This design comes from an exercise in tuning for small area, a short achievable clock period and few clock cycles on the open sky130 flow, not from production work.
Function was checked by simulation only, so behaviour that the tests miss may differ from the original.

==> flow/design.v (excerpt) <==
module hge_fig (
    input  wire        clk,
    input  wire        rst,           
    input  wire        start,
    output wire        ready,
    output wire        done,
    input  wire [15:0] in_c_lo,       
    input  wire [15:0] in_c_mid,      
    input  wire [15:0] in_c_hi,       
    input  wire        in_lo_in,      
    input  wire        in_hi_in,      
    input  wire [23:0] in_anum,       
    input  wire [8:0]  in_d,          
    input  wire [7:0]  in_floor16,    
    input  wire [7:0]  in_k16,        
    input  wire [15:0] in_start,      
    input  wire [13:0] in_bin,        
    input  wire [1:0]  in_bw,         
    input  wire [15:0] in_zero,       
    output reg  [5:0]  out_delta16,   
    output reg  [11:0] out_height,
    output reg  [7:0]  out_quality,
    output reg  [27:0] out_range      
);
clock: 25.0 ns
lec_check: 0
cap_margin: 20
core_margin: 2
core_utilization: 55
place_density: 0.65
slew_margin: 20
standard.sh (not shown) runs the stock make flow with config.mk's settings and CLKGATE_MAP_FILE= SYNTH_SCRIPT=/design/flow/synth_recipe.tcl, a recipe that flattens the netlist after the stock synthesis.
==> flow/flow/run.sh <==
#!/bin/bash
# The standard layout (standard.sh) with one change: timing repair
# (repair_timing after CTS and after global routing) aims for a setup slack
# of SETUP_SLACK_MARGIN ns at the design's own clock period and
# constraints, so it sizes and buffers the design's long paths instead of
# stopping at zero slack. Synthesis, floorplan, power grid, placement, CTS,
# routing and the SDC are the standard ones.
set -euo pipefail
cd "$(dirname "$0")/.."
bash standard.sh SETUP_SLACK_MARGIN=18 finish > flow_standard.log 2>&1
Testbench counts at the start, summed over its fixed seeds: cycles 22,400.
Rerun with:
--- a/flow/design.v
+++ b/flow/design.v
@@ -83,25 +83,24 @@
     wire [29:0] dnp = {p_hi, 5'b0} + p_hi + p_mid - {p_lo, 5'b0} + p_lo;
     wire [29:0] dnn = {p_lo, 5'b0} + p_lo + p_mid - {p_hi, 5'b0} + p_hi;
     wire        mg = m_mid[25];
     wire [47:0] sq_s, sq_c;
     hg_sq  u_sq   (.u(m_mid[23:0] ^ {24{mg}}), .g(mg), .s(sq_s), .c(sq_c));
     wire [51:0] dq_s, dq_c;
     hg_dq  u_dq   (.a(kkd), .b(mp), .s(dq_s), .c(dq_c));
     reg  [25:0] tot;
     reg         dneg, tz;
     reg  [29:0] dn;
-    reg  [51:0] da, db;
+    reg  [51:0] dq;
     always @(posedge clk) begin
         tot <= tot_w; dneg <= dneg_w; tz <= (tot_w == 26'd0);
-        da <= ph[2] ? dq_s : da + db;
-        db <= ph[2] ? dq_c : 52'd0;
+        dq <= dq_s + dq_c;
     end
     wire [31:0] de1 = {2'b0, dn} - {3'b0, tot, 3'b0};
     wire [31:0] de2 = {2'b0, dn} - {2'b0, tot, 4'b0};
     wire [31:0] de3 = {2'b0, dn} - {2'b0, tot, 4'b0} - {3'b0, tot, 3'b0};
     wire [31:0] de4 = {2'b0, dn} - {1'b0, tot, 5'b0};
     wire        dg1 = ~de1[31] & ~tz, dg2 = ~de2[31] & ~tz;
     wire        dg3 = ~de3[31] & ~tz, dg4 = ~de4[31] & ~tz;
     wire [2:0]  dh_w = dg4 ? 3'd4 : dg3 ? 3'd3 : dg2 ? 3'd2 : dg1 ? 3'd1 : 3'd0;
     wire [29:0] dn1_w = dg4 ? de4[29:0] : dg3 ? de3[29:0] : dg2 ? de2[29:0] : dg1 ? de1[29:0] : dn;
     reg  [2:0]  dh;
@@ -167,35 +166,34 @@
         end
         hq <= {hq[3:0], hj0, hj1};
         if (ph[5]) out_height <= hsat ? 12'd4095 : {hq, hj0, hj1};
     end
     reg  [60:0] qr;
     reg  [59:0] qy;
     reg  [5:0]  qq;
     reg         qsat;
     wire [64:0] rr  = {4'd0, qr};
     wire [64:0] yy  = {5'd0, qy};
-    wire [64:0] xa  = {13'd0, da};
-    wire [64:0] xb  = {13'd0, db};
-    wire [64:0] sa  = (rr << 2) - (yy << 2) - xa - xb;
-    wire [64:0] sb0 = (rr << 4) - (yy << 3) - xa - xb;
-    wire [64:0] sb1 = (rr << 4) - (yy << 4) - (yy << 3) - (xa << 3) - (xb << 3) - xa - xb;
+    wire [64:0] xa  = {13'd0, dq};
+    wire [64:0] sa  = (rr << 2) - (yy << 2) - xa;
+    wire [64:0] sb0 = (rr << 4) - (yy << 3) - xa;
+    wire [64:0] sb1 = (rr << 4) - (yy << 4) - (yy << 3) - (xa << 3) - xa;
     wire ta = ~sa[64];
     wire tb = ta ? ~sb1[64] : ~sb0[64];
     wire [64:0] rn = ta ? (tb ? sb1 : (sa << 2)) : (tb ? sb0 : (rr << 4));
     wire [59:0] y4   = {qy[57:0], 2'b0};
-    wire [59:0] y4d1 = y4 + {8'd0, da} + {8'd0, db};
-    wire [59:0] y4d2 = y4 + {7'd0, da, 1'b0} + {7'd0, db, 1'b0};
-    wire [59:0] y4d3 = y4 + {8'd0, da} + {8'd0, db} + {7'd0, da, 1'b0} + {7'd0, db, 1'b0};
+    wire [59:0] y4d1 = y4 + {8'd0, dq};
+    wire [59:0] y4d2 = y4 + {7'd0, dq, 1'b0};
+    wire [59:0] y4d3 = y4 + {8'd0, dq} + {7'd0, dq, 1'b0};
     wire [59:0] yn   = ({60{ta & tb}} & y4d3) | ({60{ta & ~tb}} & y4d2)
                      | ({60{~ta & tb}} & y4d1) | ({60{~ta & ~tb}} & y4);
-    wire [61:0] sq0  = {1'b0, qr} - {10'd0, da} - {10'd0, db};
+    wire [61:0] sq0  = {1'b0, qr} - {10'd0, dq};
     wire [47:0] msq  = sq_s + sq_c;
     always @(posedge clk) begin
         qr <= ph[2] ? {9'd0, msq, 4'b0} : rn[60:0];
         qy <= ph[2] ? 60'd0 : yn;
         qq <= {qq[3:0], ta, tb};
         if (ph[3]) qsat <= ~sq0[61];
         if (ph[6]) out_quality <= qsat ? 8'd255 : {qq, ta, tb};
     end
 endmodule
 module hg_dcm (
After rerunning:
- worst hold slack loses 12 ps
- count of clock-buffer cells in the layout goes down by 17
- final area is lower by 7.8%
- wire length came out lower by 13%
- critical path depth goes up by 1
- synthesized cell count falls by 6.6%
- first-iteration DRC count shrinks by 13%
- worst setup slack degrades by 170 ps
Testbench counts after the change, summed over its fixed seeds: cycles 22,400.

==> port drivers added, routing unchanged <==
No port has a modelled driver above. Below, the same layouts with a new extraction and two added sets of constraints.
Step 1 assumes that a clkbuf_16 drives the clock port and a buf_2 every other input.
Step 2 times the ports against the registers' clock, not the clock port: input delays grow and output delays shrink by t, the midpoint of the rising clock arrivals with the driver on.
a / b / c = no drivers / after step 1 / after step 2; a / b = the first two.
run | t, ns | setup WS [ns] | latest minus earliest clock arrival (ns) | slew at the worst register clock pin (ns) | worst slew at a driven data input, ns
the first run | 0.979 | 17.849 / 17.849 / 17.849 | 0.052 / 0.051 | 0.07 / 0.07 | 0.14
the second run | 0.881 | 17.681 / 17.681 / 17.681 | 0.109 / 0.109 | 0.07 / 0.07 | 0.26
After both steps every run listed still meets setup and hold.
